This design comes from an exercise in tuning for small area and a short achievable clock period on the open sky130 flow, not from production work. The RTL was checked by simulation tests, not by an equivalence proof against the original design. Power and IR drop assume default switching activity.

Setup of alpha:
==> flow/design.v (excerpt) <==
module hqa_apg (
    input  wire        clk,
    input  wire        rst,           
    input  wire        busy,          
    input  wire        iss_valid,
    input  wire [7:0]  iss_xop,
    input  wire [7:0]  iss_yop,
    input  wire [7:0]  iss_dop,
    input  wire [7:0]  iss_opc,
    input  wire [31:0] iss_opd,
    input  wire        iss_clr_xc,    
    input  wire        iss_clr_yc,    
    output reg  [7:0]  iss_fault,     
    input  wire        host_we,
    input  wire        host_tbl,      
    input  wire [14:0] host_addr,
    input  wire [31:0] host_wdata,
    output reg  [31:0] host_rdata,
    output wire [19:0] px,
    output wire [15:0] py,
    output wire [31:0] dseen,
    output wire        xcarry,
    output wire        ycarry
);
    reg        scr_en, topo_en, rec_phys, wr_busy;
    localparam LX = 6, LY = 5;        
    reg [19:0] xw, xmax;
    reg [19+LX:0] xi;
    reg        xrawf;
    reg [15:0] yw, ymax;
    reg [15+LY:0] yi;
    reg        yrawf;
    reg [31:0] db;
    reg [1:0]  dmode;
    reg [19:0] ireg [0:3];
    reg [31:0] bg   [0:3];
    reg [19:0] dxm;
    reg [15:0] dym;
    reg [5:0]  sel  [0:3];
    reg [31:0] topo [0:15];           
    reg [15:0] tv;
    reg        xc, yc;
    assign xcarry = xc;
    assign ycarry = yc;
    wire [19:0] x, xr;
    wire [15:0] y, yr;
    assign px = x;
    assign py = y;
    wire        par   = ^(x & dxm) ^ ^(y & dym);
    wire        dflip = (dmode == 2'd1) ? (x[0] ^ y[0]) : (dmode == 2'd2) ? par : 1'b0;
    wire [31:0] d     = (dmode == 2'd3) ? {y, x[15:0]} : (db ^ {32{dflip}});
    function sel_bit(input [5:0] s, input [19:0] ax, input [15:0] ay);
        if (s < 6'd20)
            sel_bit = ax[s[4:0]];
        else if (s >= 6'd32 && s < 6'd48)
            sel_bit = ay[s[3:0]];
        else
            sel_bit = 1'b0;
    endfunction
    wire [3:0] tidx = {sel_bit(sel[3], px, py), sel_bit(sel[2], px, py),
                       sel_bit(sel[1], px, py), sel_bit(sel[0], px, py)};
    wire       tsee = topo_en & tv[tidx];
  ...
clock: 150.0 ns
lec_check: 0
abc_area: 1
cap_margin: 20
core_margin: 2
core_utilization: 45
cts_buf_list: sky130_fd_sc_hd__clkbuf_16
cts_cluster_diameter: 80
cts_cluster_size: 30
place_density: 0.55
slew_margin: 20
run.sh (not shown) runs the stock make flow with config.mk's settings and CLKGATE_MAP_FILE= SYNTH_SCRIPT=/design/flow/synth_recipe.tcl, a recipe that flattens the netlist after the stock synthesis.
alpha finished end to end and its layout was clean on timing, DRC and antenna.
The inputs of beta differ from those of alpha as listed below.
==> flow/flow/run.sh (new file) <==
#!/bin/bash
# The standard layout (the standard.sh, standard synthesis), with three
# changes to how it is made:
#  - ports are buffered with buf_1 rather than the flow's default cell
#    (every input and output port still gets its own buffer);
#  - clock tree synthesis does not add dummy loads;
set -euo pipefail
cd "$(dirname "$0")/.."
bash standard.sh \
  "BUFFER_PORTS_ARGS=-buffer_cell sky130_fd_sc_hd__buf_1" \
  "CTS_ARGS=-sink_clustering_enable -repair_clock_nets -buf_list sky130_fd_sc_hd__clkbuf_16 -sink_clustering_size 30 -sink_clustering_max_diameter 80 -dont_use_dummy_load" \
  "SETUP_SLACK_MARGIN=87" \
  finish > make.log 2>&1
==> flow/standard.sh (new file) <==
#!/bin/bash
# synth_recipe.tcl (not shown) runs the flow's synth.tcl, then flattens the netlist and writes it again
# the make line also repeats each setting of config.mk as NAME=value (left out here)
make -C /OpenROAD-flow-scripts/flow DESIGN_CONFIG=/design/flow/config.mk WORK_HOME=/design/flow/orfs CLKGATE_MAP_FILE= SYNTH_SCRIPT=/design/flow/synth_recipe.tcl "${@:-finish}"
removed: flow/run.sh
Results
[beta] worst-case hold slack fell 4.9 ps relative to alpha. On cell count, alpha and beta are neck and neck. Compared with alpha, count of clock buffers in the final design in beta increased slightly. For number of buffers other than clock buffers in the final layout, dividing the value from alpha by the value from beta gives 0.919. ~same global-route usage in alpha and beta. From alpha to beta the numbers moved as follows: register fraction of the total cell area increased 0.22 points, final design instance area without fill decreased about 0.7%, power decreased 6.3%. Relative to alpha, clock skew increased by 12 ps in beta. Taking alpha as the reference point, the switching share of power of beta falls by 1.5 points.

-- separate check: timing with driven ports --
In the flow no input, the clock included, has a driving cell. The finished layouts below were timed again as built, in two steps. Step 1, drivers: a clkbuf_16 drives clk and a buf_2 each remaining input, both assumed. Step 2 moves the port delays by t, midway between the first and last clock arrival at a register: inputs arrive t later, outputs are due t later. That takes back most of the time a late clock gives input paths. Three values: ideal, step 1, step 2; two values: the first two.
| run | t, ns | setup WS [ns] | hold slack, ns | cell pins on the clock port's net |
|---|---|---|---|---|
| alpha | 0.867 | 84.145 / 84.113 / 83.620 | 0.471 / 0.471 / 0.471 | 1 |
| beta | 0.826 | 86.934 / 86.910 / 86.910 | 0.466 / 0.466 / 0.466 | 1 |
After both steps setup and hold are still met in every run listed. The setup slack of alpha, which loses most, moves by -0.032 ns with the drivers and by -0.525 ns with both steps.
